This design comes from an exercise in tuning for small area, a short achievable clock period and few clock cycles on the open sky130 flow, not from production work.
Function was checked by simulation only, so behaviour that the tests miss may differ from the original.
Power figures rest on the tool's default switching activity, not on a simulated workload.

--- flow/config.mk ---
export PLATFORM = sky130hd
export DESIGN_NAME = crc_unit
export DESIGN_NICKNAME = crc_unit
export VERILOG_FILES = /design/flow/design.v
export SDC_FILE = /design/flow/constraint.sdc
export NUM_CORES = 4
export LEC_CHECK = 0
export CAP_MARGIN = 20
export CORE_MARGIN = 2
export CORE_UTILIZATION = 55
export CTS_CLUSTER_DIAMETER = 90
export CTS_CLUSTER_SIZE = 24
export SLEW_MARGIN = 20
--- flow/design.v ---
module crc_engine (
    input  wire [1:0]  poly,
    input  wire [31:0] c,
    input  wire [31:0] d,
    output reg  [31:0] crc1,
    output reg  [31:0] crc4
);
    wire [7:0] p0_1, p0_4;
    wire [15:0] p1_1, p1_4;
    wire [31:0] p2_1, p2_4;
    wire [31:0] p3_1, p3_4;
    wire x_0_0 = c[0] ^ d[0];
    wire x_0_8 = c[0] ^ d[8];
    wire x_10_10 = c[10] ^ d[10];
    wire x_10_2 = c[10] ^ d[2];
    wire x_11_11 = c[11] ^ d[11];
    wire x_11_3 = c[11] ^ d[3];
    wire x_12_12 = c[12] ^ d[12];
    wire x_12_4 = c[12] ^ d[4];
    wire x_13_13 = c[13] ^ d[13];
    wire x_13_5 = c[13] ^ d[5];
    wire x_14_14 = c[14] ^ d[14];
    wire x_14_6 = c[14] ^ d[6];
    wire x_15_15 = c[15] ^ d[15];
    wire x_15_7 = c[15] ^ d[7];
    wire x_16_16 = c[16] ^ d[16];
    wire x_17_17 = c[17] ^ d[17];
    wire x_18_18 = c[18] ^ d[18];
    wire x_19_19 = c[19] ^ d[19];
    wire x_1_1 = c[1] ^ d[1];
    wire x_1_9 = c[1] ^ d[9];
    wire x_20_20 = c[20] ^ d[20];
    wire x_21_21 = c[21] ^ d[21];
    wire x_22_22 = c[22] ^ d[22];
    wire x_23_23 = c[23] ^ d[23];
    wire x_24_24 = c[24] ^ d[24];
    wire x_25_25 = c[25] ^ d[25];
    wire x_26_26 = c[26] ^ d[26];
    wire x_27_27 = c[27] ^ d[27];
    wire x_28_28 = c[28] ^ d[28];
    wire x_29_29 = c[29] ^ d[29];
    wire x_2_10 = c[2] ^ d[10];
    wire x_2_2 = c[2] ^ d[2];
    wire x_30_30 = c[30] ^ d[30];
    wire x_31_31 = c[31] ^ d[31];
    wire x_3_11 = c[3] ^ d[11];
    wire x_3_3 = c[3] ^ d[3];
    wire x_4_12 = c[4] ^ d[12];
    wire x_4_4 = c[4] ^ d[4];
    wire x_5_13 = c[5] ^ d[13];
    wire x_5_5 = c[5] ^ d[5];
    wire x_6_14 = c[6] ^ d[14];
    wire x_6_6 = c[6] ^ d[6];
    wire x_7_15 = c[7] ^ d[15];
    wire x_7_7 = c[7] ^ d[7];
    wire x_8_0 = c[8] ^ d[0];
    wire x_8_8 = c[8] ^ d[8];
    wire x_9_1 = c[9] ^ d[1];
    wire x_9_9 = c[9] ^ d[9];
    assign p0_1[0] = ((x_0_0 ^ x_4_4) ^ (x_5_5 ^ x_6_6));
    assign p0_1[1] = ((x_1_1 ^ x_5_5) ^ (x_6_6 ^ x_7_7));
    assign p0_1[2] = ((x_4_4 ^ x_5_5) ^ (x_7_7 ^ (x_0_0 ^ x_2_2)));
    assign p0_1[3] = ((x_0_0 ^ x_1_1) ^ (x_3_3 ^ x_4_4));
    assign p0_1[4] = ((x_0_0 ^ x_1_1) ^ (x_2_2 ^ x_6_6));
    assign p0_1[5] = ((x_1_1 ^ x_2_2) ^ (x_3_3 ^ x_7_7));
    assign p0_1[6] = (x_4_4 ^ (x_2_2 ^ x_3_3));
    assign p0_1[7] = (x_5_5 ^ (x_3_3 ^ x_4_4));
    assign p0_4[0] = ((x_7_7 ^ ((d[23] ^ d[24]) ^ (d[28] ^ d[29]))) ^ ((x_1_1 ^ x_4_4) ^ (((d[30] ^ d[8]) ^ x_0_0) ^ (d[9] ^ (d[18] ^ d[21])))));
    assign p0_4[1] = ((((d[22] ^ d[25]) ^ (d[29] ^ d[30])) ^ ((d[31] ^ d[8]) ^ x_1_1)) ^ ((d[9] ^ (d[10] ^ d[19])) ^ (x_2_2 ^ x_5_5)));
    assign p0_4[2] = ((((x_0_0 ^ x_1_1) ^ (x_2_2 ^ x_3_3)) ^ (x_7_7 ^ ((d[10] ^ d[11]) ^ (d[16] ^ d[18])))) ^ ((x_4_4 ^ x_6_6) ^ (((d[20] ^ d[21]) ^ (d[24] ^ d[26])) ^ ((d[28] ^ d[29]) ^ (d[31] ^ d[8])))));
    assign p0_4[3] = ((x_5_5 ^ ((d[16] ^ d[17]) ^ (d[18] ^ d[19]))) ^ ((((d[22] ^ d[23]) ^ (d[24] ^ d[25])) ^ ((d[27] ^ d[28]) ^ x_0_0)) ^ ((d[8] ^ (d[11] ^ d[12])) ^ (x_2_2 ^ x_3_3))));
    assign p0_4[4] = ((x_7_7 ^ ((d[12] ^ d[13]) ^ (d[17] ^ d[19]))) ^ ((x_3_3 ^ x_6_6) ^ (((d[20] ^ d[21]) ^ (d[24] ^ d[25])) ^ ((d[26] ^ d[30]) ^ x_0_0))));
    assign p0_4[5] = ((((d[13] ^ d[14]) ^ (d[18] ^ d[20])) ^ ((d[21] ^ d[22]) ^ (d[25] ^ d[26]))) ^ (((d[27] ^ d[31]) ^ x_1_1) ^ (x_4_4 ^ x_7_7)));
    assign p0_4[6] = ((((d[21] ^ d[22]) ^ (d[23] ^ d[26])) ^ ((d[27] ^ d[28]) ^ x_2_2)) ^ (x_5_5 ^ ((d[14] ^ d[15]) ^ (d[16] ^ d[19]))));
    assign p0_4[7] = ((((d[20] ^ d[22]) ^ (d[23] ^ d[27])) ^ ((d[28] ^ d[29]) ^ x_0_0)) ^ ((d[8] ^ (d[15] ^ d[17])) ^ (x_3_3 ^ x_6_6)));
    assign p1_1[0] = (x_12_4 ^ x_8_0);
    assign p1_1[1] = (x_13_5 ^ x_9_1);
    assign p1_1[2] = (x_10_2 ^ x_14_6);
    assign p1_1[3] = (x_11_3 ^ x_15_7);
    assign p1_1[4] = x_12_4;
    assign p1_1[5] = (x_8_0 ^ (x_12_4 ^ x_13_5));
    assign p1_1[6] = (x_9_1 ^ (x_13_5 ^ x_14_6));
    assign p1_1[7] = (x_15_7 ^ (x_10_2 ^ x_14_6));
    assign p1_1[8] = (x_15_7 ^ (c[0] ^ x_11_3));
    assign p1_1[9] = (c[1] ^ x_12_4);
    assign p1_1[10] = (c[2] ^ x_13_5);
    assign p1_1[11] = (c[3] ^ x_14_6);
    assign p1_1[12] = ((c[4] ^ x_12_4) ^ (x_15_7 ^ x_8_0));
    assign p1_1[13] = (x_9_1 ^ (c[5] ^ x_13_5));
    assign p1_1[14] = (x_14_6 ^ (c[6] ^ x_10_2));
    assign p1_1[15] = (x_15_7 ^ (c[7] ^ x_11_3));
    assign p1_4[0] = ((x_6_14 ^ ((d[20] ^ d[24]) ^ x_10_2)) ^ ((x_3_11 ^ x_4_12) ^ ((d[28] ^ (d[16] ^ d[19])) ^ (x_11_3 ^ x_12_4))));
    assign p1_4[1] = ((x_7_15 ^ ((d[21] ^ d[25]) ^ x_11_3)) ^ ((x_4_12 ^ x_5_13) ^ ((d[29] ^ (d[17] ^ d[20])) ^ (x_12_4 ^ x_13_5))));
    assign p1_4[2] = ((x_8_0 ^ ((d[22] ^ d[26]) ^ x_12_4)) ^ ((x_5_13 ^ x_6_14) ^ ((d[30] ^ (d[18] ^ d[21])) ^ (x_13_5 ^ x_14_6))));
    assign p1_4[3] = ((x_9_1 ^ ((d[23] ^ d[27]) ^ x_13_5)) ^ ((x_6_14 ^ x_7_15) ^ ((d[31] ^ (d[19] ^ d[22])) ^ (x_14_6 ^ x_15_7))));
    assign p1_4[4] = ((((d[16] ^ d[20]) ^ (d[23] ^ d[28])) ^ (x_0_8 ^ x_10_2)) ^ ((x_14_6 ^ x_15_7) ^ (x_7_15 ^ x_8_0)));
    assign p1_4[5] = ((((x_0_8 ^ x_10_2) ^ (x_12_4 ^ x_15_7)) ^ ((x_1_9 ^ x_3_11) ^ (x_4_12 ^ x_6_14))) ^ ((x_8_0 ^ x_9_1) ^ (((d[16] ^ d[17]) ^ (d[19] ^ d[20])) ^ ((d[21] ^ d[24]) ^ (d[28] ^ d[29])))));
    assign p1_4[6] = ((((x_13_5 ^ x_1_9) ^ (x_2_10 ^ x_4_12)) ^ (x_9_1 ^ ((d[17] ^ d[18]) ^ (d[20] ^ d[21])))) ^ ((x_5_13 ^ x_7_15) ^ (((d[22] ^ d[25]) ^ (d[29] ^ d[30])) ^ (x_10_2 ^ x_11_3))));
    assign p1_4[7] = ((((x_12_4 ^ x_14_6) ^ (x_2_10 ^ x_3_11)) ^ (x_8_0 ^ ((d[18] ^ d[19]) ^ (d[21] ^ d[22])))) ^ ((x_5_13 ^ x_6_14) ^ (((d[23] ^ d[26]) ^ (d[30] ^ d[31])) ^ (x_10_2 ^ x_11_3))));
    assign p1_4[8] = ((((x_0_8 ^ x_11_3) ^ (x_12_4 ^ x_13_5)) ^ ((x_15_7 ^ x_3_11) ^ (x_4_12 ^ x_6_14))) ^ ((x_7_15 ^ x_9_1) ^ (((d[20] ^ d[22]) ^ (d[23] ^ d[27])) ^ (d[31] ^ (d[16] ^ d[19])))));
    assign p1_4[9] = ((((x_13_5 ^ x_14_6) ^ (x_1_9 ^ x_4_12)) ^ (x_8_0 ^ ((d[16] ^ d[17]) ^ (d[20] ^ d[21])))) ^ ((x_5_13 ^ x_7_15) ^ (((d[23] ^ d[28]) ^ x_0_8) ^ (x_10_2 ^ x_12_4))));
    assign p1_4[10] = ((((x_11_3 ^ x_13_5) ^ (x_14_6 ^ x_15_7)) ^ ((x_1_9 ^ x_2_10) ^ (x_5_13 ^ x_6_14))) ^ ((x_8_0 ^ x_9_1) ^ (((d[21] ^ d[22]) ^ x_0_8) ^ (d[29] ^ (d[17] ^ d[18])))));
    assign p1_4[11] = ((((x_15_7 ^ x_1_9) ^ (x_2_10 ^ x_3_11)) ^ (x_9_1 ^ ((d[22] ^ d[23]) ^ x_10_2))) ^ ((x_6_14 ^ x_7_15) ^ ((d[30] ^ (d[18] ^ d[19])) ^ (x_12_4 ^ x_14_6))));
    assign p1_4[12] = ((x_8_0 ^ ((d[24] ^ d[28]) ^ x_0_8)) ^ (((d[31] ^ (d[16] ^ d[23])) ^ (x_12_4 ^ x_13_5)) ^ ((x_15_7 ^ x_2_10) ^ (x_6_14 ^ x_7_15))));
    assign p1_4[13] = (((x_14_6 ^ x_1_9) ^ (x_3_11 ^ x_7_15)) ^ ((x_8_0 ^ x_9_1) ^ (((d[16] ^ d[17]) ^ (d[25] ^ d[29])) ^ (x_0_8 ^ x_13_5))));
    assign p1_4[14] = (((x_15_7 ^ x_1_9) ^ (x_2_10 ^ x_4_12)) ^ ((x_8_0 ^ x_9_1) ^ (((d[17] ^ d[18]) ^ (d[26] ^ d[30])) ^ (x_10_2 ^ x_14_6))));
    assign p1_4[15] = ((x_9_1 ^ ((d[18] ^ d[19]) ^ (d[27] ^ d[31]))) ^ ((x_3_11 ^ x_5_13) ^ ((x_10_2 ^ x_11_3) ^ (x_15_7 ^ x_2_10))));
    assign p2_1[0] = (c[8] ^ x_2_2);
    assign p2_1[1] = (x_3_3 ^ (c[9] ^ x_0_0));
    assign p2_1[2] = ((c[10] ^ x_0_0) ^ (x_1_1 ^ x_4_4));
    assign p2_1[3] = ((c[11] ^ x_1_1) ^ (x_2_2 ^ x_5_5));
    assign p2_1[4] = ((x_2_2 ^ x_3_3) ^ (x_6_6 ^ (c[12] ^ x_0_0)));
    assign p2_1[5] = ((x_3_3 ^ x_4_4) ^ (x_7_7 ^ (c[13] ^ x_1_1)));
    assign p2_1[6] = (x_5_5 ^ (c[14] ^ x_4_4));
    assign p2_1[7] = ((c[15] ^ x_0_0) ^ (x_5_5 ^ x_6_6));
    assign p2_1[8] = ((c[16] ^ x_1_1) ^ (x_6_6 ^ x_7_7));
    assign p2_1[9] = (c[17] ^ x_7_7);
    assign p2_1[10] = (c[18] ^ x_2_2);
    assign p2_1[11] = (c[19] ^ x_3_3);
    assign p2_1[12] = (x_4_4 ^ (c[20] ^ x_0_0));
    assign p2_1[13] = ((c[21] ^ x_0_0) ^ (x_1_1 ^ x_5_5));
    assign p2_1[14] = ((c[22] ^ x_1_1) ^ (x_2_2 ^ x_6_6));
    assign p2_1[15] = ((c[23] ^ x_2_2) ^ (x_3_3 ^ x_7_7));
    assign p2_1[16] = ((x_2_2 ^ x_3_3) ^ (x_4_4 ^ (c[24] ^ x_0_0)));
    assign p2_1[17] = ((x_4_4 ^ x_5_5) ^ ((c[25] ^ x_0_0) ^ (x_1_1 ^ x_3_3)));
    assign p2_1[18] = (((x_1_1 ^ x_2_2) ^ (x_4_4 ^ x_5_5)) ^ (x_6_6 ^ (c[26] ^ x_0_0)));
    assign p2_1[19] = (((x_2_2 ^ x_3_3) ^ (x_5_5 ^ x_6_6)) ^ (x_7_7 ^ (c[27] ^ x_1_1)));
    assign p2_1[20] = ((x_4_4 ^ x_6_6) ^ (x_7_7 ^ (c[28] ^ x_3_3)));
    assign p2_1[21] = ((x_4_4 ^ x_5_5) ^ (x_7_7 ^ (c[29] ^ x_2_2)));
    assign p2_1[22] = ((x_3_3 ^ x_5_5) ^ (x_6_6 ^ (c[30] ^ x_2_2)));
    assign p2_1[23] = ((x_4_4 ^ x_6_6) ^ (x_7_7 ^ (c[31] ^ x_3_3)));
    assign p2_1[24] = ((x_4_4 ^ x_5_5) ^ (x_7_7 ^ (x_0_0 ^ x_2_2)));
    assign p2_1[25] = ((x_5_5 ^ x_6_6) ^ ((x_0_0 ^ x_1_1) ^ (x_2_2 ^ x_3_3)));
    assign p2_1[26] = (((x_2_2 ^ x_3_3) ^ (x_4_4 ^ x_6_6)) ^ (x_7_7 ^ (x_0_0 ^ x_1_1)));
    assign p2_1[27] = ((x_4_4 ^ x_5_5) ^ (x_7_7 ^ (x_1_1 ^ x_3_3)));
    assign p2_1[28] = ((x_0_0 ^ x_4_4) ^ (x_5_5 ^ x_6_6));
    assign p2_1[29] = ((x_5_5 ^ x_6_6) ^ (x_7_7 ^ (x_0_0 ^ x_1_1)));
    assign p2_1[30] = ((x_0_0 ^ x_1_1) ^ (x_6_6 ^ x_7_7));
    assign p2_1[31] = (x_1_1 ^ x_7_7);
    assign p2_4[0] = ((((x_26_26 ^ x_2_2) ^ (x_3_3 ^ x_4_4)) ^ (x_8_8 ^ (x_0_0 ^ x_16_16))) ^ ((x_6_6 ^ x_7_7) ^ ((x_1_1 ^ x_20_20) ^ (x_22_22 ^ x_23_23))));
    assign p2_4[1] = ((((x_2_2 ^ x_3_3) ^ (x_4_4 ^ x_5_5)) ^ (x_9_9 ^ (x_17_17 ^ x_1_1))) ^ ((x_7_7 ^ x_8_8) ^ ((x_21_21 ^ x_23_23) ^ (x_24_24 ^ x_27_27))));
    assign p2_4[2] = ((((x_24_24 ^ x_25_25) ^ (x_28_28 ^ x_2_2)) ^ ((x_3_3 ^ x_4_4) ^ (x_5_5 ^ x_6_6))) ^ ((x_8_8 ^ x_9_9) ^ ((x_0_0 ^ x_10_10) ^ (x_18_18 ^ x_22_22))));
    assign p2_4[3] = ((((x_23_23 ^ x_25_25) ^ (x_26_26 ^ x_29_29)) ^ ((x_3_3 ^ x_4_4) ^ (x_5_5 ^ x_6_6))) ^ ((x_7_7 ^ x_9_9) ^ ((x_10_10 ^ x_11_11) ^ (x_19_19 ^ x_1_1))));
    assign p2_4[4] = ((((x_24_24 ^ x_26_26) ^ (x_27_27 ^ x_2_2)) ^ ((x_30_30 ^ x_4_4) ^ (x_5_5 ^ x_6_6))) ^ ((x_7_7 ^ x_8_8) ^ ((x_10_10 ^ x_11_11) ^ (x_12_12 ^ x_20_20))));
    assign p2_4[5] = ((((x_12_12 ^ x_13_13) ^ (x_21_21 ^ x_25_25)) ^ ((x_27_27 ^ x_28_28) ^ (x_31_31 ^ x_3_3))) ^ (((x_5_5 ^ x_6_6) ^ (x_7_7 ^ x_8_8)) ^ (x_9_9 ^ (x_0_0 ^ x_11_11))));
    assign p2_4[6] = ((((x_20_20 ^ x_23_23) ^ (x_28_28 ^ x_29_29)) ^ (x_9_9 ^ (x_0_0 ^ x_10_10))) ^ ((x_2_2 ^ x_3_3) ^ ((x_12_12 ^ x_13_13) ^ (x_14_14 ^ x_16_16))));
    assign p2_4[7] = ((((x_1_1 ^ x_21_21) ^ (x_24_24 ^ x_29_29)) ^ (x_4_4 ^ (x_10_10 ^ x_11_11))) ^ ((x_30_30 ^ x_3_3) ^ ((x_13_13 ^ x_14_14) ^ (x_15_15 ^ x_17_17))));
    assign p2_4[8] = ((((x_15_15 ^ x_16_16) ^ (x_18_18 ^ x_22_22)) ^ ((x_25_25 ^ x_2_2) ^ (x_30_30 ^ x_31_31))) ^ ((x_4_4 ^ x_5_5) ^ ((x_0_0 ^ x_11_11) ^ (x_12_12 ^ x_14_14))));
    assign p2_4[9] = ((((x_17_17 ^ x_19_19) ^ (x_20_20 ^ x_22_22)) ^ ((x_2_2 ^ x_31_31) ^ (x_4_4 ^ x_5_5))) ^ ((x_7_7 ^ x_8_8) ^ ((x_0_0 ^ x_12_12) ^ (x_13_13 ^ x_15_15))));
    assign p2_4[10] = (((x_4_4 ^ x_5_5) ^ (x_7_7 ^ x_9_9)) ^ (((x_0_0 ^ x_13_13) ^ (x_14_14 ^ x_18_18)) ^ ((x_21_21 ^ x_22_22) ^ (x_26_26 ^ x_2_2))));
    assign p2_4[11] = (((x_3_3 ^ x_5_5) ^ (x_6_6 ^ x_8_8)) ^ (((x_10_10 ^ x_14_14) ^ (x_15_15 ^ x_19_19)) ^ ((x_1_1 ^ x_22_22) ^ (x_23_23 ^ x_27_27))));
    assign p2_4[12] = (((x_4_4 ^ x_6_6) ^ (x_7_7 ^ x_9_9)) ^ (((x_11_11 ^ x_15_15) ^ (x_16_16 ^ x_20_20)) ^ ((x_23_23 ^ x_24_24) ^ (x_28_28 ^ x_2_2))));
    assign p2_4[13] = ((((x_24_24 ^ x_25_25) ^ (x_29_29 ^ x_3_3)) ^ (x_8_8 ^ (x_0_0 ^ x_10_10))) ^ ((x_5_5 ^ x_7_7) ^ ((x_12_12 ^ x_16_16) ^ (x_17_17 ^ x_21_21))));
    assign p2_4[14] = ((((x_18_18 ^ x_1_1) ^ (x_22_22 ^ x_25_25)) ^ ((x_26_26 ^ x_30_30) ^ (x_4_4 ^ x_6_6))) ^ ((x_8_8 ^ x_9_9) ^ ((x_0_0 ^ x_11_11) ^ (x_13_13 ^ x_17_17))));
    assign p2_4[15] = ((((x_19_19 ^ x_1_1) ^ (x_23_23 ^ x_26_26)) ^ ((x_27_27 ^ x_2_2) ^ (x_31_31 ^ x_5_5))) ^ ((x_7_7 ^ x_9_9) ^ ((x_10_10 ^ x_12_12) ^ (x_14_14 ^ x_18_18))));
    assign p2_4[16] = ((((x_13_13 ^ x_15_15) ^ (x_16_16 ^ x_19_19)) ^ ((x_1_1 ^ x_22_22) ^ (x_23_23 ^ x_24_24))) ^ (((x_26_26 ^ x_27_27) ^ (x_28_28 ^ x_4_4)) ^ (x_7_7 ^ (x_10_10 ^ x_11_11))));
    assign p2_4[17] = ((((x_14_14 ^ x_16_16) ^ (x_17_17 ^ x_20_20)) ^ ((x_23_23 ^ x_24_24) ^ (x_25_25 ^ x_27_27))) ^ (((x_28_28 ^ x_29_29) ^ (x_2_2 ^ x_5_5)) ^ (x_8_8 ^ (x_11_11 ^ x_12_12))));
    assign p2_4[18] = ((((x_0_0 ^ x_12_12) ^ (x_13_13 ^ x_15_15)) ^ ((x_17_17 ^ x_18_18) ^ (x_21_21 ^ x_24_24))) ^ (((x_25_25 ^ x_26_26) ^ (x_28_28 ^ x_29_29)) ^ ((x_30_30 ^ x_3_3) ^ (x_6_6 ^ x_9_9))));
    assign p2_4[19] = (((x_31_31 ^ x_4_4) ^ ((x_13_13 ^ x_14_14) ^ (x_16_16 ^ x_18_18))) ^ ((x_7_7 ^ (x_0_0 ^ x_10_10)) ^ (((x_19_19 ^ x_1_1) ^ (x_22_22 ^ x_25_25)) ^ ((x_26_26 ^ x_27_27) ^ (x_29_29 ^ x_30_30)))));
    assign p2_4[20] = (((x_5_5 ^ x_6_6) ^ ((x_14_14 ^ x_15_15) ^ (x_16_16 ^ x_17_17))) ^ ((x_7_7 ^ (x_0_0 ^ x_11_11)) ^ (((x_19_19 ^ x_22_22) ^ (x_27_27 ^ x_28_28)) ^ ((x_30_30 ^ x_31_31) ^ (x_3_3 ^ x_4_4)))));
    assign p2_4[21] = ((((x_26_26 ^ x_28_28) ^ (x_29_29 ^ x_2_2)) ^ (x_5_5 ^ (x_0_0 ^ x_12_12))) ^ ((x_31_31 ^ x_3_3) ^ ((x_15_15 ^ x_17_17) ^ (x_18_18 ^ x_22_22))));
    assign p2_4[22] = (((x_2_2 ^ x_30_30) ^ (x_7_7 ^ x_8_8)) ^ (((x_13_13 ^ x_18_18) ^ (x_19_19 ^ x_20_20)) ^ ((x_22_22 ^ x_26_26) ^ (x_27_27 ^ x_29_29))));
    assign p2_4[23] = ((((x_27_27 ^ x_28_28) ^ (x_30_30 ^ x_31_31)) ^ (x_9_9 ^ (x_0_0 ^ x_14_14))) ^ ((x_3_3 ^ x_8_8) ^ ((x_19_19 ^ x_20_20) ^ (x_21_21 ^ x_23_23))));
    assign p2_4[24] = ((((x_10_10 ^ x_15_15) ^ (x_16_16 ^ x_21_21)) ^ ((x_23_23 ^ x_24_24) ^ (x_26_26 ^ x_28_28))) ^ (((x_29_29 ^ x_2_2) ^ (x_31_31 ^ x_3_3)) ^ ((x_6_6 ^ x_7_7) ^ (x_8_8 ^ x_9_9))));
    assign p2_4[25] = ((((x_17_17 ^ x_1_1) ^ (x_20_20 ^ x_23_23)) ^ ((x_24_24 ^ x_25_25) ^ (x_26_26 ^ x_27_27))) ^ (((x_29_29 ^ x_2_2) ^ (x_30_30 ^ x_6_6)) ^ (x_9_9 ^ (x_10_10 ^ x_11_11))));
    assign p2_4[26] = ((((x_12_12 ^ x_18_18) ^ (x_21_21 ^ x_24_24)) ^ ((x_25_25 ^ x_26_26) ^ (x_27_27 ^ x_28_28))) ^ (((x_2_2 ^ x_30_30) ^ (x_31_31 ^ x_3_3)) ^ (x_7_7 ^ (x_10_10 ^ x_11_11))));
    assign p2_4[27] = (((x_31_31 ^ x_6_6) ^ ((x_12_12 ^ x_13_13) ^ (x_16_16 ^ x_19_19))) ^ ((x_7_7 ^ (x_0_0 ^ x_11_11)) ^ (((x_1_1 ^ x_20_20) ^ (x_23_23 ^ x_25_25)) ^ ((x_27_27 ^ x_28_28) ^ (x_29_29 ^ x_2_2)))));
    assign p2_4[28] = ((((x_13_13 ^ x_14_14) ^ (x_16_16 ^ x_17_17)) ^ ((x_21_21 ^ x_22_22) ^ (x_23_23 ^ x_24_24))) ^ (((x_28_28 ^ x_29_29) ^ (x_30_30 ^ x_4_4)) ^ (x_6_6 ^ (x_0_0 ^ x_12_12))));
    assign p2_4[29] = ((((x_0_0 ^ x_13_13) ^ (x_14_14 ^ x_15_15)) ^ ((x_17_17 ^ x_18_18) ^ (x_1_1 ^ x_22_22))) ^ (((x_23_23 ^ x_24_24) ^ (x_25_25 ^ x_29_29)) ^ ((x_30_30 ^ x_31_31) ^ (x_5_5 ^ x_7_7))));
    assign p2_4[30] = ((((x_24_24 ^ x_25_25) ^ (x_30_30 ^ x_31_31)) ^ (x_7_7 ^ (x_14_14 ^ x_15_15))) ^ ((x_3_3 ^ x_4_4) ^ ((x_18_18 ^ x_19_19) ^ (x_20_20 ^ x_22_22))));
    assign p2_4[31] = ((((x_25_25 ^ x_2_2) ^ (x_31_31 ^ x_3_3)) ^ (x_7_7 ^ (x_0_0 ^ x_15_15))) ^ ((x_5_5 ^ x_6_6) ^ ((x_19_19 ^ x_1_1) ^ (x_21_21 ^ x_22_22))));
    assign p3_1[0] = ((x_3_3 ^ x_4_4) ^ ((c[8] ^ x_0_0) ^ (x_1_1 ^ x_2_2)));
    assign p3_1[1] = (((x_1_1 ^ x_2_2) ^ (x_3_3 ^ x_4_4)) ^ (x_5_5 ^ (c[9] ^ x_0_0)));
    assign p3_1[2] = (((x_2_2 ^ x_3_3) ^ (x_4_4 ^ x_5_5)) ^ (x_6_6 ^ (c[10] ^ x_1_1)));
    assign p3_1[3] = (((x_3_3 ^ x_4_4) ^ (x_5_5 ^ x_6_6)) ^ (x_7_7 ^ (c[11] ^ x_2_2)));
    assign p3_1[4] = ((x_6_6 ^ x_7_7) ^ ((c[12] ^ x_1_1) ^ (x_2_2 ^ x_5_5)));
    assign p3_1[5] = ((x_4_4 ^ x_6_6) ^ (x_7_7 ^ (c[13] ^ x_1_1)));
    assign p3_1[6] = ((x_5_5 ^ x_7_7) ^ ((c[14] ^ x_1_1) ^ (x_3_3 ^ x_4_4)));
    assign p3_1[7] = ((x_3_3 ^ x_5_5) ^ (x_6_6 ^ (c[15] ^ x_1_1)));
    assign p3_1[8] = ((x_6_6 ^ x_7_7) ^ ((c[16] ^ x_0_0) ^ (x_2_2 ^ x_4_4)));
    assign p3_1[9] = ((x_5_5 ^ x_7_7) ^ ((c[17] ^ x_0_0) ^ (x_2_2 ^ x_4_4)));
    assign p3_1[10] = ((x_4_4 ^ x_5_5) ^ (x_6_6 ^ (c[18] ^ x_2_2)));
    assign p3_1[11] = ((x_5_5 ^ x_6_6) ^ (x_7_7 ^ (c[19] ^ x_3_3)));
    assign p3_1[12] = ((x_6_6 ^ x_7_7) ^ ((c[20] ^ x_1_1) ^ (x_2_2 ^ x_3_3)));
    assign p3_1[13] = (x_7_7 ^ (c[21] ^ x_1_1));
    assign p3_1[14] = ((c[22] ^ x_1_1) ^ (x_3_3 ^ x_4_4));
    assign p3_1[15] = ((x_2_2 ^ x_4_4) ^ (x_5_5 ^ (c[23] ^ x_0_0)));
    assign p3_1[16] = ((x_5_5 ^ x_6_6) ^ ((c[24] ^ x_0_0) ^ (x_1_1 ^ x_3_3)));
    assign p3_1[17] = (((x_1_1 ^ x_2_2) ^ (x_4_4 ^ x_6_6)) ^ (x_7_7 ^ (c[25] ^ x_0_0)));
    assign p3_1[18] = ((c[26] ^ x_4_4) ^ (x_5_5 ^ x_7_7));
    assign p3_1[19] = (((c[27] ^ x_0_0) ^ (x_1_1 ^ x_2_2)) ^ ((x_3_3 ^ x_4_4) ^ (x_5_5 ^ x_6_6)));
    assign p3_1[20] = (((c[28] ^ x_1_1) ^ (x_2_2 ^ x_3_3)) ^ ((x_4_4 ^ x_5_5) ^ (x_6_6 ^ x_7_7)));
    assign p3_1[21] = ((x_6_6 ^ x_7_7) ^ ((c[29] ^ x_0_0) ^ (x_1_1 ^ x_5_5)));
    assign p3_1[22] = ((x_6_6 ^ x_7_7) ^ ((c[30] ^ x_0_0) ^ (x_3_3 ^ x_4_4)));
    assign p3_1[23] = ((x_3_3 ^ x_5_5) ^ (x_7_7 ^ (c[31] ^ x_2_2)));
    assign p3_1[24] = (x_6_6 ^ (x_1_1 ^ x_2_2));
    assign p3_1[25] = ((x_0_0 ^ x_2_2) ^ (x_3_3 ^ x_7_7));
    assign p3_1[26] = x_2_2;
    assign p3_1[27] = x_3_3;
    assign p3_1[28] = (x_0_0 ^ x_4_4);
    assign p3_1[29] = (x_5_5 ^ (x_0_0 ^ x_1_1));
    assign p3_1[30] = ((x_0_0 ^ x_1_1) ^ (x_2_2 ^ x_6_6));
    assign p3_1[31] = ((x_2_2 ^ x_3_3) ^ (x_7_7 ^ (x_0_0 ^ x_1_1)));
    assign p3_4[0] = (((x_7_7 ^ x_9_9) ^ ((x_11_11 ^ x_14_14) ^ (x_15_15 ^ x_16_16))) ^ (((x_2_2 ^ x_4_4) ^ (x_5_5 ^ x_6_6)) ^ (((x_1_1 ^ x_20_20) ^ (x_23_23 ^ x_24_24)) ^ ((x_25_25 ^ x_26_26) ^ (x_27_27 ^ x_28_28)))));
    assign p3_4[1] = (((x_7_7 ^ x_8_8) ^ ((x_10_10 ^ x_12_12) ^ (x_15_15 ^ x_16_16))) ^ (((x_2_2 ^ x_3_3) ^ (x_5_5 ^ x_6_6)) ^ (((x_17_17 ^ x_21_21) ^ (x_24_24 ^ x_25_25)) ^ ((x_26_26 ^ x_27_27) ^ (x_28_28 ^ x_29_29)))));
    assign p3_4[2] = (((x_8_8 ^ x_9_9) ^ ((x_11_11 ^ x_13_13) ^ (x_16_16 ^ x_17_17))) ^ (((x_3_3 ^ x_4_4) ^ (x_6_6 ^ x_7_7)) ^ (((x_18_18 ^ x_22_22) ^ (x_25_25 ^ x_26_26)) ^ ((x_27_27 ^ x_28_28) ^ (x_29_29 ^ x_30_30)))));
    assign p3_4[3] = ((((x_28_28 ^ x_29_29) ^ (x_30_30 ^ x_31_31)) ^ ((x_4_4 ^ x_5_5) ^ (x_7_7 ^ x_8_8))) ^ ((x_9_9 ^ (x_0_0 ^ x_10_10)) ^ (((x_12_12 ^ x_14_14) ^ (x_17_17 ^ x_18_18)) ^ ((x_19_19 ^ x_23_23) ^ (x_26_26 ^ x_27_27)))));
    assign p3_4[4] = (((x_4_4 ^ x_7_7) ^ ((x_13_13 ^ x_14_14) ^ (x_16_16 ^ x_18_18))) ^ ((x_8_8 ^ (x_0_0 ^ x_10_10)) ^ (((x_19_19 ^ x_23_23) ^ (x_25_25 ^ x_26_26)) ^ ((x_29_29 ^ x_2_2) ^ (x_30_30 ^ x_31_31)))));
    assign p3_4[5] = ((((x_17_17 ^ x_19_19) ^ (x_23_23 ^ x_25_25)) ^ ((x_28_28 ^ x_2_2) ^ (x_30_30 ^ x_31_31))) ^ (((x_3_3 ^ x_4_4) ^ (x_6_6 ^ x_7_7)) ^ (x_8_8 ^ (x_0_0 ^ x_16_16))));
    assign p3_4[6] = ((((x_11_11 ^ x_14_14) ^ (x_15_15 ^ x_16_16)) ^ ((x_17_17 ^ x_18_18) ^ (x_23_23 ^ x_25_25))) ^ (((x_27_27 ^ x_28_28) ^ (x_29_29 ^ x_2_2)) ^ ((x_31_31 ^ x_3_3) ^ (x_6_6 ^ x_8_8))));
    assign p3_4[7] = (((x_5_5 ^ x_6_6) ^ ((x_0_0 ^ x_11_11) ^ (x_12_12 ^ x_14_14))) ^ (((x_29_29 ^ x_2_2) ^ (x_30_30 ^ x_3_3)) ^ (((x_17_17 ^ x_18_18) ^ (x_19_19 ^ x_1_1)) ^ ((x_20_20 ^ x_23_23) ^ (x_25_25 ^ x_27_27)))));
    assign p3_4[8] = (((x_6_6 ^ x_7_7) ^ ((x_12_12 ^ x_13_13) ^ (x_15_15 ^ x_18_18))) ^ (((x_30_30 ^ x_31_31) ^ (x_3_3 ^ x_4_4)) ^ (((x_19_19 ^ x_1_1) ^ (x_20_20 ^ x_21_21)) ^ ((x_24_24 ^ x_26_26) ^ (x_28_28 ^ x_2_2)))));
    assign p3_4[9] = (((x_8_8 ^ x_9_9) ^ ((x_0_0 ^ x_11_11) ^ (x_13_13 ^ x_15_15))) ^ (((x_29_29 ^ x_31_31) ^ (x_3_3 ^ x_6_6)) ^ (((x_19_19 ^ x_1_1) ^ (x_21_21 ^ x_22_22)) ^ ((x_23_23 ^ x_24_24) ^ (x_26_26 ^ x_28_28)))));
    assign p3_4[10] = ((x_6_6 ^ (x_10_10 ^ x_11_11)) ^ (((x_12_12 ^ x_15_15) ^ (x_22_22 ^ x_26_26)) ^ ((x_28_28 ^ x_29_29) ^ (x_30_30 ^ x_5_5))));
    assign p3_4[11] = (((x_30_30 ^ x_31_31) ^ (x_6_6 ^ x_7_7)) ^ (((x_0_0 ^ x_11_11) ^ (x_12_12 ^ x_13_13)) ^ ((x_16_16 ^ x_23_23) ^ (x_27_27 ^ x_29_29))));
    assign p3_4[12] = ((((x_27_27 ^ x_2_2) ^ (x_30_30 ^ x_31_31)) ^ ((x_4_4 ^ x_5_5) ^ (x_6_6 ^ x_8_8))) ^ ((x_9_9 ^ (x_11_11 ^ x_12_12)) ^ (((x_13_13 ^ x_15_15) ^ (x_16_16 ^ x_17_17)) ^ ((x_20_20 ^ x_23_23) ^ (x_25_25 ^ x_26_26)))));
    assign p3_4[13] = (((x_31_31 ^ x_3_3) ^ ((x_11_11 ^ x_12_12) ^ (x_13_13 ^ x_15_15))) ^ ((x_4_4 ^ (x_0_0 ^ x_10_10)) ^ (((x_17_17 ^ x_18_18) ^ (x_1_1 ^ x_20_20)) ^ ((x_21_21 ^ x_23_23) ^ (x_25_25 ^ x_2_2)))));
    assign p3_4[14] = ((((x_12_12 ^ x_13_13) ^ (x_15_15 ^ x_18_18)) ^ ((x_19_19 ^ x_20_20) ^ (x_21_21 ^ x_22_22))) ^ (((x_23_23 ^ x_25_25) ^ (x_27_27 ^ x_28_28)) ^ ((x_3_3 ^ x_6_6) ^ (x_7_7 ^ x_9_9))));
    assign p3_4[15] = (((x_4_4 ^ x_7_7) ^ ((x_13_13 ^ x_14_14) ^ (x_16_16 ^ x_19_19))) ^ ((x_8_8 ^ (x_0_0 ^ x_10_10)) ^ (((x_20_20 ^ x_21_21) ^ (x_22_22 ^ x_23_23)) ^ ((x_24_24 ^ x_26_26) ^ (x_28_28 ^ x_29_29)))));
    assign p3_4[16] = (((x_8_8 ^ x_9_9) ^ ((x_0_0 ^ x_11_11) ^ (x_14_14 ^ x_15_15))) ^ (((x_27_27 ^ x_29_29) ^ (x_30_30 ^ x_5_5)) ^ (((x_17_17 ^ x_1_1) ^ (x_20_20 ^ x_21_21)) ^ ((x_22_22 ^ x_23_23) ^ (x_24_24 ^ x_25_25)))));
    assign p3_4[17] = (((x_6_6 ^ x_9_9) ^ ((x_10_10 ^ x_12_12) ^ (x_15_15 ^ x_16_16))) ^ (((x_28_28 ^ x_2_2) ^ (x_30_30 ^ x_31_31)) ^ (((x_18_18 ^ x_1_1) ^ (x_21_21 ^ x_22_22)) ^ ((x_23_23 ^ x_24_24) ^ (x_25_25 ^ x_26_26)))));
    assign p3_4[18] = (((x_6_6 ^ x_9_9) ^ ((x_0_0 ^ x_10_10) ^ (x_13_13 ^ x_14_14))) ^ (((x_31_31 ^ x_3_3) ^ (x_4_4 ^ x_5_5)) ^ (((x_15_15 ^ x_17_17) ^ (x_19_19 ^ x_1_1)) ^ ((x_20_20 ^ x_22_22) ^ (x_28_28 ^ x_29_29)))));
    assign p3_4[19] = ((x_9_9 ^ (x_10_10 ^ x_18_18)) ^ (((x_21_21 ^ x_24_24) ^ (x_25_25 ^ x_26_26)) ^ ((x_27_27 ^ x_28_28) ^ (x_29_29 ^ x_30_30))));
    assign p3_4[20] = ((x_31_31 ^ (x_10_10 ^ x_11_11)) ^ (((x_19_19 ^ x_22_22) ^ (x_25_25 ^ x_26_26)) ^ ((x_27_27 ^ x_28_28) ^ (x_29_29 ^ x_30_30))));
    assign p3_4[21] = ((((x_12_12 ^ x_14_14) ^ (x_15_15 ^ x_16_16)) ^ ((x_1_1 ^ x_24_24) ^ (x_25_25 ^ x_29_29))) ^ (((x_2_2 ^ x_30_30) ^ (x_31_31 ^ x_4_4)) ^ ((x_5_5 ^ x_6_6) ^ (x_7_7 ^ x_9_9))));
    assign p3_4[22] = (((x_8_8 ^ x_9_9) ^ ((x_0_0 ^ x_10_10) ^ (x_11_11 ^ x_13_13))) ^ (((x_30_30 ^ x_31_31) ^ (x_3_3 ^ x_4_4)) ^ (((x_14_14 ^ x_17_17) ^ (x_1_1 ^ x_20_20)) ^ ((x_23_23 ^ x_24_24) ^ (x_27_27 ^ x_28_28)))));
    assign p3_4[23] = ((((x_23_23 ^ x_26_26) ^ (x_27_27 ^ x_29_29)) ^ (x_7_7 ^ (x_10_10 ^ x_12_12))) ^ ((x_31_31 ^ x_6_6) ^ ((x_16_16 ^ x_18_18) ^ (x_20_20 ^ x_21_21))));
    assign p3_4[24] = (((x_6_6 ^ x_8_8) ^ ((x_14_14 ^ x_15_15) ^ (x_16_16 ^ x_17_17))) ^ ((((x_19_19 ^ x_1_1) ^ (x_20_20 ^ x_21_21)) ^ ((x_22_22 ^ x_23_23) ^ (x_25_25 ^ x_26_26))) ^ (((x_2_2 ^ x_30_30) ^ (x_4_4 ^ x_5_5)) ^ (x_9_9 ^ (x_0_0 ^ x_13_13)))));
    assign p3_4[25] = (((x_6_6 ^ x_7_7) ^ ((x_15_15 ^ x_16_16) ^ (x_17_17 ^ x_18_18))) ^ ((((x_1_1 ^ x_20_20) ^ (x_21_21 ^ x_22_22)) ^ ((x_23_23 ^ x_24_24) ^ (x_26_26 ^ x_27_27))) ^ (((x_2_2 ^ x_31_31) ^ (x_3_3 ^ x_5_5)) ^ (x_9_9 ^ (x_10_10 ^ x_14_14)))));
    assign p3_4[26] = ((((x_14_14 ^ x_17_17) ^ (x_18_18 ^ x_19_19)) ^ ((x_1_1 ^ x_20_20) ^ (x_21_21 ^ x_22_22))) ^ (((x_26_26 ^ x_3_3) ^ (x_5_5 ^ x_8_8)) ^ (x_9_9 ^ (x_0_0 ^ x_10_10))));
    assign p3_4[27] = ((((x_0_0 ^ x_10_10) ^ (x_11_11 ^ x_15_15)) ^ ((x_18_18 ^ x_19_19) ^ (x_1_1 ^ x_20_20))) ^ (((x_21_21 ^ x_22_22) ^ (x_23_23 ^ x_27_27)) ^ ((x_2_2 ^ x_4_4) ^ (x_6_6 ^ x_9_9))));
    assign p3_4[28] = (((x_3_3 ^ x_5_5) ^ ((x_11_11 ^ x_12_12) ^ (x_16_16 ^ x_19_19))) ^ ((x_7_7 ^ (x_0_0 ^ x_10_10)) ^ (((x_1_1 ^ x_20_20) ^ (x_21_21 ^ x_22_22)) ^ ((x_23_23 ^ x_24_24) ^ (x_28_28 ^ x_2_2)))));
    assign p3_4[29] = (((x_4_4 ^ x_6_6) ^ ((x_13_13 ^ x_17_17) ^ (x_1_1 ^ x_20_20))) ^ ((x_8_8 ^ (x_11_11 ^ x_12_12)) ^ (((x_21_21 ^ x_22_22) ^ (x_23_23 ^ x_24_24)) ^ ((x_25_25 ^ x_29_29) ^ (x_2_2 ^ x_3_3)))));
    assign p3_4[30] = (((x_7_7 ^ x_9_9) ^ ((x_0_0 ^ x_12_12) ^ (x_13_13 ^ x_14_14))) ^ (((x_30_30 ^ x_3_3) ^ (x_4_4 ^ x_5_5)) ^ (((x_18_18 ^ x_21_21) ^ (x_22_22 ^ x_23_23)) ^ ((x_24_24 ^ x_25_25) ^ (x_26_26 ^ x_2_2)))));
    assign p3_4[31] = ((((x_25_25 ^ x_26_26) ^ (x_27_27 ^ x_31_31)) ^ ((x_3_3 ^ x_4_4) ^ (x_5_5 ^ x_6_6))) ^ ((x_8_8 ^ (x_0_0 ^ x_10_10)) ^ (((x_13_13 ^ x_14_14) ^ (x_15_15 ^ x_19_19)) ^ ((x_1_1 ^ x_22_22) ^ (x_23_23 ^ x_24_24)))));
    always @(*) begin
        case (poly)
            2'd0: begin crc1 = {24'd0, p0_1}; crc4 = {24'd0, p0_4}; end
            2'd1: begin crc1 = {16'd0, p1_1}; crc4 = {16'd0, p1_4}; end
            2'd2: begin crc1 = p2_1; crc4 = p2_4; end
            default: begin crc1 = p3_1; crc4 = p3_4; end
        endcase
    end
endmodule
module crc_unit (
    input  wire        clk,
    input  wire        rst,
    input  wire        fs,
    input  wire        req,
    input  wire        we,
    input  wire [7:0]  addr,
    input  wire [31:0] wdata,
    output wire        ready,
    output wire [31:0] rdata
);
    reg        wr;        
    reg        fsq;       
    reg [7:2]  aq;        
    reg [31:0] wd;        
    wire [5:0] widx   = aq[7:2];
    wire [2:0] blk    = aq[7:5];    
    wire [2:0] reg_id = aq[4:2];
    reg [3:0] ctl;        
    reg [3:0] mismatch;   
    reg [3:0] mm_sat;     
    reg       cfg_rej;    
    reg [5:0]  cfg     [0:3];
    reg [15:0] cfg2    [0:3];   
    reg [31:0] val     [0:3];   
    reg [31:0] res_raw [0:3];   
    reg [1:0]  res_poly[0:3];   
    reg [2:0]  cnt     [0:3];   
    reg [31:0] mm_cnt  [0:3];
    reg [3:0]  active, open;
    reg [3:0]  val_ok;          
    reg [3:0]  res_ok;          
    reg [3:0] s_ch;                   
    reg [3:0] s_cfg, s_cfg2, s_mm;    
    reg       s_ctl, s_stat;          
    reg [1:0]  poly_s;
    reg [31:0] val_s;
    integer k;
    always @(*) begin
        poly_s = 2'd0;
        val_s  = 32'd0;
        for (k = 0; k < 4; k = k + 1) begin
            poly_s = poly_s | ({2{s_ch[k]}} & cfg[k][1:0]);
            val_s  = val_s  | ({32{s_ch[k]}} & val[k]);
        end
    end
    wire [31:0] crc1, crc4;
    crc_engine u_eng (.poly(poly_s), .c(val_s), .d(wd), .crc1(crc1), .crc4(crc4));
    reg [31:0] init_s;
    always @(*) begin
        case (poly_s)
            2'd0:    init_s = 32'h000000FF;
            2'd1:    init_s = 32'h0000FFFF;
            default: init_s = 32'hFFFFFFFF;
        endcase
    end
    wire [31:0] val_new = !reg_id[2] ? wd : reg_id[1] ? init_s : reg_id[0] ? crc1 : crc4;
    wire [3:0] reject, mm_event, sat_event, end_pend;
    wire [3:0] val_ok_n, res_ok_n, end_pend_n;   
    wire [1:0] res_poly_n [0:3];
    wire [3:0] ctl_n = (wr && widx == 6'd0) ? wd[3:0] : ctl;
    wire [31:0] wd_r = rst ? 32'd0 : wd;    
    genvar c;
    generate
        for (c = 0; c < 4; c = c + 1) begin : chn
            wire [1:0] poly  = cfg[c][1:0];
            wire [2:0] snoop = cfg[c][4:2];
            wire       dir   = cfg[c][5];
            wire sel       = wr && (blk == c + 1);
            wire wr_cfg    = sel && reg_id == 3'd0;
            wire wr_cfg2   = sel && reg_id == 3'd1;
            wire wr_val    = sel && reg_id == 3'd2;
            wire wr_feed32 = sel && reg_id == 3'd4;
            wire wr_feed8  = sel && reg_id == 3'd5;
            wire wr_cmd    = sel && reg_id == 3'd6;
            reg [31:0] mask, residue;
            reg [2:0]  width;
            always @(*) begin
                case (poly)
                    2'd0:    begin mask = 32'h000000FF; residue = 32'h000000C4; width = 3'd1; end
                    2'd1:    begin mask = 32'h0000FFFF; residue = 32'h00000000; width = 3'd2; end
                    2'd2:    begin mask = 32'hFFFFFFFF; residue = 32'hDEBB20E3; width = 3'd4; end
                    default: begin mask = 32'hFFFFFFFF; residue = 32'hB798B438; width = 3'd4; end
                endcase
            end
            assign end_pend[c] = active[c] && !ctl[c] && open[c];
            wire act_a  = fsq ? ctl[c] : active[c];
            wire fs_end = fsq && end_pend[c];
            wire open_a = open[c] && !fs_end;
            wire sw      = act_a && (snoop == 3'd0);
            wire cmd_end = sw && wr_cmd && wd[1] && open_a;
            wire cmd_go  = sw && wr_cmd && wd[0];
            wire feed8   = sw && open_a && wr_feed8;
            wire feed32  = sw && open_a && wr_feed32;
            wire val_wok = !act_a || sw;
            wire val_we  = (wr_val && val_wok) || feed8 || feed32 || cmd_go;
            wire cfg_bad = act_a || (wd[4:2] > 3'd4) || (wd[4:2] == 3'd4 && wd[5]);
            assign reject[c] = (wr_cfg && cfg_bad) || (wr_cfg2 && act_a) || (wr_val && !val_wok);
            wire stream_end = fs_end || cmd_end;
            wire bad_check  = (cnt[c] < width) || ((val[c] & mask) != residue);
            reg [31:0] mm_p;
            reg [7:0]  mm_g, mm_gp;
            integer b;
            always @(*) begin
                for (b = 0; b < 8; b = b + 1)
                    mm_g[b] = &mm_cnt[c][4*b +: 4];
                mm_gp[0] = 1'b1;
                for (b = 1; b < 8; b = b + 1)
                    mm_gp[b] = mm_gp[b - 1] & mm_g[b - 1];
                for (b = 0; b < 32; b = b + 1)
                    mm_p[b] = mm_gp[b / 4] & &(mm_cnt[c][4*(b/4) +: 4] | (4'hF << (b % 4)));
            end
            wire mm_inc = mm_event[c] && !(mm_gp[7] && mm_g[7]);
            wire res_we     = stream_end && !dir;
            assign mm_event[c]  = stream_end && dir && bad_check;
            wire open_n = cmd_go || (open_a && !cmd_end);
            assign val_ok_n[c]   = !rst && (val_ok[c] || val_we);
            assign res_ok_n[c]   = !rst && (res_ok[c] || res_we);
            assign res_poly_n[c] = res_we ? poly : res_poly[c];
            assign end_pend_n[c] = !rst && act_a && !ctl_n[c] && open_n;
            assign sat_event[c] = mm_event[c] && (&mm_cnt[c][31:1]);
            always @(posedge clk) begin
                if (rst) begin
                    mm_cnt[c] <= 32'd0;
                    active[c] <= 1'b0;
                    open[c]   <= 1'b0;
                    val_ok[c] <= 1'b0;
                    res_ok[c] <= 1'b0;
                end else begin
                    active[c] <= act_a;
                    open[c]   <= open_n;
                    mm_cnt[c] <= mm_cnt[c] ^ ({32{mm_inc}} & mm_p);
                    if (val_we)
                        val_ok[c] <= 1'b1;
                    if (res_we)
                        res_ok[c] <= 1'b1;
                end
            end
            always @(posedge clk) begin
                if (rst || (wr_cfg && !cfg_bad))
                    cfg[c] <= wd_r[5:0];
                if (rst || (wr_cfg2 && !act_a))
                    cfg2[c] <= {wd_r[18:16], wd_r[14:8], wd_r[5:0]};
            end
            always @(posedge clk) begin
                if (res_we) begin
                    res_raw[c]  <= val[c];
                    res_poly[c] <= poly;
                end
                if (val_we)
                    val[c] <= val_new;
                if (feed8)
                    cnt[c] <= (cnt[c] >= 3'd3) ? 3'd4 : cnt[c] + 3'd1;
                if (feed32)
                    cnt[c] <= 3'd4;
                if (cmd_go)
                    cnt[c] <= 3'd0;
            end
        end
    endgenerate
    wire stat_wr = wr && widx == 6'd1;
    always @(posedge clk) begin
        if (rst) begin
            ctl      <= 4'd0;
            mismatch <= 4'd0;
            mm_sat   <= 4'd0;
            cfg_rej  <= 1'b0;
        end else begin
            if (wr && widx == 6'd0)
                ctl <= wd[3:0];
            if (stat_wr) begin
                mismatch <= (mismatch & ~wd[3:0]) | mm_event;
                mm_sat   <= (mm_sat & ~wd[7:4]) | sat_event;
                cfg_rej  <= (cfg_rej & ~wd[8]) | (|reject);
            end else begin
                mismatch <= mismatch | mm_event;
                mm_sat   <= mm_sat | sat_event;
                cfg_rej  <= cfg_rej | (|reject);
            end
        end
    end
    reg [3:0] s_rres;   
    reg       s_vok;    
    reg       s_inv_lo, s_keep_mid, s_inv_mid, s_hi;   
    reg [31:0] res_t, mm_t;
    reg [15:0] c2_t;
    reg [5:0]  cfg_t;
    always @(*) begin
        res_t = 32'd0; mm_t = 32'd0; c2_t = 16'd0; cfg_t = 6'd0;
        for (k = 0; k < 4; k = k + 1) begin
            res_t = res_t | ({32{s_rres[k]}} & res_raw[k]);
            mm_t  = mm_t  | ({32{s_mm[k]}} & mm_cnt[k]);
            c2_t  = c2_t  | ({16{s_cfg2[k]}} & cfg2[k]);
            cfg_t = cfg_t | ({6{s_cfg[k]}} & cfg[k]);
        end
    end
    wire [31:0] res_v = {(res_t[31:16] & {16{s_hi}}) ^ {16{s_hi}},
                         (res_t[15:8] & {8{s_keep_mid}}) ^ {8{s_inv_mid}},
                         res_t[7:0] ^ {8{s_inv_lo}}};
    wire [31:0] rval = ({32{s_vok}} & val_s)
                     | res_v
                     | mm_t
                     | {13'd0, c2_t[15:13], 1'b0, c2_t[12:6], 2'b00, c2_t[5:0]}
                     | {26'd0, cfg_t}
                     | ({32{s_ctl}} & {28'd0, ctl})
                     | ({32{s_stat}} & {23'd0, cfg_rej, mm_sat, mismatch});
    wire       a_ch   = addr[7:5] >= 3'd1 && addr[7:5] <= 3'd4;
    wire [1:0] a_c    = addr[6:5] - 2'd1;
    wire       a_rok  = a_ch && addr[4:2] == 3'd3 && res_ok_n[a_c];
    wire [1:0] a_rp   = res_poly_n[a_c];
    reg  rd_ok;
    always @(posedge clk) begin
        aq <= addr[7:2];
        wd <= wdata;
        s_ctl  <= addr[7:2] == 6'd0;
        s_stat <= addr[7:2] == 6'd1;
        s_vok  <= a_ch && addr[4:2] == 3'd2 && val_ok_n[a_c];
        for (k = 0; k < 4; k = k + 1) begin
            s_ch[k]   <= addr[7:5] == k + 1;
            s_cfg[k]  <= addr[7:5] == k + 1 && addr[4:2] == 3'd0;
            s_cfg2[k] <= addr[7:5] == k + 1 && addr[4:2] == 3'd1;
            s_rres[k] <= addr[7:5] == k + 1 && addr[4:2] == 3'd3 && res_ok_n[k];
            s_mm[k]   <= addr[7:5] == k + 1 && addr[4:2] == 3'd7;
        end
        s_inv_lo   <= a_rok && a_rp != 2'd1;
        s_keep_mid <= a_rok && a_rp != 2'd0;
        s_inv_mid  <= a_rok && a_rp[1];
        s_hi       <= a_rok && a_rp[1];
        if (rst) begin
            wr    <= 1'b0;
            fsq   <= 1'b0;
            rd_ok <= 1'b0;
        end else begin
            wr    <= req && we;
            fsq   <= fs;
            rd_ok <= req && !we && !rd_ok && !(fs && (|end_pend_n));
        end
    end
    assign ready = we || rd_ok;
    assign rdata = rval;
endmodule
--- flow/standard.sh ---
#!/bin/bash
# synth_recipe.tcl (not shown) runs the flow's synth.tcl, then flattens the netlist and writes it again
# the make line also repeats each setting of config.mk as NAME=value (left out here)
make -C /OpenROAD-flow-scripts/flow DESIGN_CONFIG=/design/flow/config.mk WORK_HOME=/design/flow/orfs CLKGATE_MAP_FILE= SYNTH_SCRIPT=/design/flow/synth_recipe.tcl "${@:-finish}"
--- flow/constraint.sdc ---
create_clock -name core_clock -period 10.0 [get_ports {clk}]
set_input_delay 2.0000 -clock core_clock [delete_from_list [all_inputs] [get_ports {clk}]]
set_output_delay 2.0000 -clock core_clock [all_outputs]
set_load 0.01 [all_outputs]
--- flow/flow/run.sh ---
#!/bin/bash
set -o pipefail
export SETUP_SLACK_MARGIN=5.56
bash standard.sh > standard.log 2>&1
==> results by group, run 1 <==
Run status
  • Outcome: complete, no violations

Setup path
  • RR Startpoint: s_ch[0]$_DFF_P_
  • Reg-to-reg endpoint: val[2][12]$_DFFE_PP_
  • Slowest stage cell, crit path: clkdlybuf4s50_1
  • CP max FO: 7
  • Crit Path Class: flip-flop to output port
  • CP Data Arrival Time: about 2.6 ns
  • Slowest stage delay, CP: around 0.47 ns
  • Crit path max-delay family: buffers and inverters
  • FF-to-FF path depth: 10
  • Critical path required time: around 8.0 ns
  • Critical Path Start Type: flip-flop
  • CP Capture Type: output port
  • Crit-path cells: buf_4, a22oi_1, nand4_1, a21oi_2, nand2_1, clkdlybuf4s50_1
  • R2R Setup Slk: between 5 and 6 ns
  • Crit path buf inv count: 2

STA
  • Slew headroom: 0.2551
  • Slew Viols, Final: 0
  • Maximum achievable frequency: ~0.22 GHz
  • Total negative slack: 0 ns
  • Skew final: 0.02529 ns
  • Hold WS: roughly 0.47 ns
  • Worst-margin pin slew: 1.109 ns
  • Final Hold Vio Count: 0
  • Period utilisation layout: 0.4578
  • RSZ-0062 raised after global routing: yes
  • Period minus WS final: 4.578 ns
  • Final setup viols: 0

Pwr
  • Tot Pwr: 7.370 mW
  • Peak supply drop: 0.2102 mV
  • Lkg Pwr: 13.36 nW
  • PwrDens: around 190 nW/um^2

Min path
  • HP Class: flip-flop to flip-flop
  • Hold depth: 2
  • HP Start: val_ok[3]$_SDFFE_PP0P_
  • Worst Hold Endpoint: val_ok[3]$_SDFFE_PP0P_

Synthesis
  • Flip-flop and latch count after synthesis: 588
  • Syn. warnings: 9
  • Synthesized area: ~34000 sq um
  • Async SR Flop Fraction: 0
  • Dominant synthesized flop cell: edfxtp_1
  • Post-synth EDFFs: ~340
  • Syn nets: 3198
  • Post-synth cell types: a little under 90
  • Avg Cell Area, Syn: ~11 sq um
  • Post-Syn Instances: 3128
  • Seq/Total Area, Yosys: 0.4466

Floorplan
  • Core box area: 61480 sq um
  • IO Count: 78
  • Die footprint: between 60000 and 70000 sq um
  • Effective utilization at floorplan: 0.5541
  • Die Wd: 252.9 microns
  • Die Y-Extent: approximately 250 microns
  • Row cnt: 91

Clocking
  • Clock Path Buffers: 3
  • CTS H-tree lvls: 2
  • Worst skew pair latency: roughly 0.59 ns
  • CTS clk-pin slew, worst paths: 0.09 ns
  • CTS tree: yes
  • CTS Hold Buffers Added: 0
  • Root buffer cell: clkbuf_16
  • Total CTS buffers: 34
  • Clock Sinks: 588

Run
  • Max-cap viol count: 0

Global routing
  • Largest net degree at the start of global routing: 96
  • Initial antenna violation count: 4
  • Global-route wire length before repair: 180.5 mm
  • Total grt overflow: 0
  • GRT Overall Usage: 0.3960
  • Vias in the first global route: around 25000

Drt
  • Via count: around 27000
  • Iteration-0 DRC count of the detailed router: around 3800
  • First-pass iteration count of the detailed router: 7
  • DR vias/cell: 6.577
  • DRT met1 WL: around 50 mm
  • DRT Wirelength: 128.5 mm
  • Met2 WL post-DR: between 50 and 60 mm
  • Routed len/inst: ~32 microns
  • Highest routed metal layer: met4
  • Final ANT Viol Nets: 0
  • Drt drc: 0
  • Met3 wire length: 16.97 mm

Finish
  • Diodes inserted: 0
  • Layout area overhead: 13.23%
  • Final net count: approximately 3300
  • Design area: 38580 sq um
  • Share of cells above drive strength 1: 0.1366

Placed design
  • Input/output buffers: 75
  • Gpl congestion: 1.034
  • Placed instance area: 35690 sq um
  • HPWL Detailed: about 90 mm
==> synthesized netlist by cell type (all sizes together), types with 49 or more instances <==
| cell | count | area [sq um] |
|---|---|---|
| a22oi | 153 | 1164 |
| nand4 | 49 | 306.5 |
| buf | 49 | 342.8 |
| clkbuf | 112 | 420.4 |
| dfxtp | 244 | 4885 |
| nand3 | 95 | 475.5 |
| o21ai | 65 | 325.3 |
| xnor2 | 545 | 5137 |
| nor2 | 266 | 1001 |
| xor2 | 286 | 3053 |
| a21oi | 107 | 535.5 |
| nand2 | 212 | 855.8 |
| edfxtp | 344 | 10330 |
==> tightest hold or removal path, stage by stage, from the launching register on <==
cell and delay (ns):
dfxtp_1 0.31, nor2_1 0.05, nor2_1 0.08
==> power breakdown <==
part           switching [mW]  internal (mW)  leakage, nW
registers              0.0358           2.61         5.14
clock network           0.848          0.680        0.505
logic                    1.84           1.36         7.72
==> registers in the layout (all words and copies together) (netlist names), 6 cells and up <==
signal    count
aq            6
cfg          24
cfg2         64
cnt          12
mm_cnt      128
res_poly      8
res_raw     128
val         128
wd           32
==> worst max path at each step <==
stage | start | end | cells after the start
6_report | s_mm[1]$_DFF_P_ | rdata[11] | 6
3_5_place_dp | we | ready | 3
2_1_floorplan | aq[3]$_DFF_P_ | s_vok$_DFF_P_ | 7
3_3_place_gp | we | ready | 3
4_1_cts | s_mm[1]$_DFF_P_ | rdata[8] | 5
5_1_grt | s_mm[1]$_DFF_P_ | rdata[11] | 6
==> cells in the final DEF, fill, tap and decap left out, drive strengths merged, types with 21 or more instances in the layout <==
| cell type | Yosys | final |
|---|---|---|
| xnor2 | 545 | 545 |
| edfxtp | 344 | 344 |
| xor2 | 286 | 286 |
| nor2 | 266 | 266 |
| dfxtp | 244 | 244 |
| nand2 | 212 | 212 |
| buf | 49 | 170 |
| a22oi | 153 | 153 |
| a21oi | 107 | 107 |
| nand3 | 95 | 95 |
| o21ai | 65 | 65 |
| clkbuf | 112 | 51 |
| nand4 | 49 | 49 |
| nor3 | 44 | 44 |
| clkdlybuf4s50 | 0 | 41 |
| inv | 36 | 41 |
| a22o | 40 | 40 |
| xnor3 | 39 | 39 |
| a221oi | 38 | 38 |
| nor2b | 35 | 35 |
| o22ai | 27 | 27 |
| ha | 25 | 25 |
| nand2b | 21 | 21 |
| a31oi | 21 | 21 |
| a222oi | 21 | 21 |
==> routing by layer <==
| layer | GRT usage | vias up |
|---|---|---|
| li1 | - | 11448 |
| met1 | 0.5481 | 13114 |
| met2 | 0.5900 | 1786 |
| met3 | 0.1031 | 323 |
| met4 | 0.1650 | 0 |
| met5 | 0 | - |
==> through the flow <==
| step | utilization | std cells | setup WS, ns |
|---|---|---|---|
| floorplan | - | 3128 | 5.653 |
| global placement | 0.5803 | 3906 | 4.796 |
| detailed placement | 0.5804 | 3906 | 4.775 |
| CTS | 0.6167 | 4015 | 5.334 |
| global route | 0.6274 | 4055 | 5.369 |
| finish | 0.6274 | 4055 | 5.422 |
==> kinds of logic after synthesis <==
family,after synthesis,synth area share
DFF,588,0.4466
buffers and inverters,197,0.02637
muxes,27,0.008557
and+or+nand+nor,843,0.1211
AOI/OAI and AO/OA,574,0.1200
xor gates and xnor gates,872,0.2676
adders and majority gates,27,0.009769
==> cell type report <==
cell class | instances | area, sq um
Clock buffer | 48 | 924.6
Sequential cell | 588 | 15250
Timing Repair Buffer | 243 | 2434
Inverter | 36 | 135.1
Multi-Input combinational cell | 2343 | 18710
Tap cell | 790 | 988.4
Fill cell | 5012 | 22910
Clock inverter | 7 | 133.9
==> repair_timing <==
item / CTS / global route
hold endpoints to repair: 0 / 0
setup buffers: 51 / 38
endpoints found under the setup margin: 147 / 120
resized for setup: 163 / 56
pin swaps: 55 / 38
gates cloned: 3 / 2
Testbench counts, summed over its fixed seeds: cycles 57,215.
==> run 2: changes to the inputs <==
--- a/flow/config.mk
+++ b/flow/config.mk
@@ -9,3 +9,3 @@
 export CORE_MARGIN = 2
-export CORE_UTILIZATION = 55
+export CORE_UTILIZATION = 30
 export CTS_CLUSTER_DIAMETER = 90
==> run 2 against run 1 <==
Compared with the run above: still clean on timing, DRC and antenna; first-iteration DRC count shrank 10%; setup slack improved by 0.021 ns; cell area is 1.9% higher; routed wire length is 0.34% higher; critical path depth up 1.
==> results by group, run 2 <==
Global routing
  • Vias in the first global route: roughly 24000
  • GRT Overall Usage: 0.2138
  • Total grt overflow: 0
  • Largest net degree at the start of global routing: between 70 and 80
  • Initial antenna violation count: 6
  • Global-route wire length before repair: 180.6 mm

Drt
  • First-pass iteration count of the detailed router: 6
  • Iteration-0 DRC count of the detailed router: 3434
  • Via count: between 20000 and 30000
  • Drt drc: 0
  • Routed len/inst: approximately 27 microns
  • DR vias/cell: 5.441
  • DRT Wirelength: about 130 mm
  • Final ANT Viol Nets: 0

Pwr
  • Tot Pwr: ~7.4 mW
  • Lkg Pwr: 13.19 nW
  • Comb pwr share: 0.422
  • Peak supply drop: 0.1062 mV
  • Pint: around 4.7 mW
  • Net Sw Frac: 0.3672
  • NetSw: around 2.7 mW
  • Clock Power Share: 0.222
  • Register share of total power: 0.356
  • PwrDens: 188.9 nW/um^2

Finish
  • Top flop regs: mm_cnt (128), res_raw (128), val (128)
  • Share of cells above drive strength 1: 0.1372
  • Non-filler cells, final: 4751
  • Most frequent cells in the layout: xnor2_1 (505), edfxtp_1 (344), nor2_1 (262), xor2_1 (245), dfxtp_1 (235)
  • Commonest non-fill, non-tap cell in the layout: xnor2_1
  • Final net count: 3295
  • Layout area overhead: 15.34%
  • Fill cell count: 11125

Min path
  • HP Class: flip-flop to flip-flop

Clocking
  • Clock Sinks: about 590
  • CTS H-tree lvls: 2
  • CTS Hold Buffers Added: 0
  • Total CTS buffers: 35
  • Root buffer cell: clkbuf_16
  • Worst skew pair latency: approximately 0.6 ns
  • Clock Path Buffers: 3
  • CTS clk-pin slew, worst paths: ~0.10 ns
  • CTS tree: yes

Synthesis
  • Seq/Total Area, Yosys: 0.4466
  • Top cells by count, synth: xnor2_1 (507), edfxtp_1 (344), nor2_1 (265)
  • Post-Syn Instances: between 3000 and 4000
  • Post-synth cell types: 88
  • Syn nets: about 3200
  • Avg Cell Area, Syn: between 10 and 15 sq um
  • Share of the synthesized area in the top cell type: 0.3032
  • Syn. warnings: 9
  • Most instantiated library cell after synthesis: xnor2_1
  • Post-synth EDFFs: 344
  • Synth area leaders: edfxtp_1 (30%), dfxtp_1 (14%), xnor2_1 (13%), xor2_1 (6.3%), a22oi_1 (3.3%)
  • Synthesized area: 34070 sq um
  • Leading area contributor after synthesis: edfxtp_1
  • Flip-flop and latch count after synthesis: a little under 600
  • Dominant synthesized flop cell: edfxtp_1
  • Async SR Flop Fraction: 0

Setup path
  • CP max FO: 9
  • CP Capture Type: output port
  • Crit Path Class: flip-flop to output port
  • Critical path required time: roughly 8.0 ns
  • Critical Path Start Type: flip-flop
  • CP Data Arrival Time: roughly 2.6 ns

Floorplan
  • Die Y-Extent: about 340 microns
  • Die Wd: ~340 microns
  • IO Count: 78
  • Core box area: 112500 sq um
  • Effective utilization at floorplan: 0.3028
  • Die footprint: 116300 sq um
  • Row cnt: 123

Run
  • Max-cap viol count: 0

Placed design
  • Setup WS pre-CTS: 4.804 ns
  • Gpl congestion: 0.9810
  • Input/output buffers: 75
  • Dpl cells: roughly 4600
  • HPWL Detailed: slightly above 90 mm

Run status
  • Outcome: complete, no violations

STA
  • Worst-margin pin slew: between 1 and 1.5 ns
  • Slew Viols, Final: 0
  • Final setup viols: 0
  • Slew headroom: 0.2741
  • Period utilisation layout: 0.4557
  • Period minus WS final: ~4.6 ns
  • Final setup slack of the worst path: roughly 5.4 ns
  • Skew final: 0.03995 ns
  • Total negative slack: 0 ns
  • RSZ-0062 raised after global routing: yes
  • Final Hold Vio Count: 0
  • Maximum achievable frequency: 0.2195 GHz
run 2: timing repair:
action / CTS / global route
pin swaps: 58 / 36
buffers inserted: 22 / 33
resized for setup: 205 / 57
cloned: 4 / 2
endpoints found under the setup margin: 121 / 67
run 2: power by group through the flow:
stage          registers (mW)  clock network [mW]  logic [mW]
2_1_floorplan            2.68                   0        2.21
5_1_grt                  2.65                1.75        3.25
6_report                 2.64                1.64        3.13
3_3_place_gp             2.71                   0        2.99
3_5_place_dp             2.71                   0        2.99
4_1_cts                  2.64                1.67        3.04
run 2: final cells by class:
type	instances	area, sq um	share of cell area
diodes	1	2.502	0.00006369
clock buffers	48	924.6	0.02353
clock inverters	14	240.2	0.006114
inverters	36	135.1	0.003439
multi-input cells	2343	18700	0.4759
flip-flops and latches	588	15240	0.3878
well taps	1500	1877	0.04776
repair buffers	221	2177	0.05541
run 2: final timing paths:
path | from | to | slack (ns) | cells after the start
hold / removal | val_ok[1]$_SDFFE_PP0P_ | val_ok[1]$_SDFFE_PP0P_ | 0.47 | 2
setup reg to reg | val[0][3]$_DFFE_PP_ | val[1][5]$_DFFE_PP_ | 5.50 | 11
setup / recovery | s_mm[1]$_DFF_P_ | rdata[11] | 5.44 | 7
hold reg to reg | val_ok[1]$_SDFFE_PP0P_ | val_ok[1]$_SDFFE_PP0P_ | 0.47 | 2
run 2: logic make-up (layout without fill, tap and decap cells):
group | count (synthesis) | after routing | share of synthesized area
AO/OA/AOI/OAI | 574 | 574 | 0.1200
adder cells (fa/ha/maj) | 27 | 27 | 0.009769
flip-flops | 588 | 588 | 0.4466
other | 0 | 1 | 0
multiplexers | 27 | 27 | 0.008557
XOR/XNOR | 872 | 872 | 0.2676
AND/OR/NAND/NOR | 843 | 843 | 0.1211
buffers and inverters | 197 | 319 | 0.02637
run 2: stage by stage:
stage	hold WS, ns	util	cell area (sq um)
2_1_floorplan	0.4242	-	34070
3_3_place_gp	0.4364	0.3258	36660
3_5_place_dp	0.4458	0.3258	36660
4_1_cts	0.4650	0.3445	38750
5_1_grt	0.4879	0.3492	39290
6_report	0.4675	0.3493	39290
run 2: per-layer routing:
layer	part of all wire	GRT usage
met1	0.42	0.2971
met2	0.44	0.3285
met3	0.093	0.03587
met4	0.046	0.08856
met5	0.00022	0
run 2: critical path, stage by stage, from the launching register on:
cell and delay (ns):
dfxtp_4 0.38, buf_12 0.15, buf_12 0.15, a22oi_2 0.25, nand4_1 0.47, a21oi_2 0.27, nand2_2 0.11, buf_2 0.16
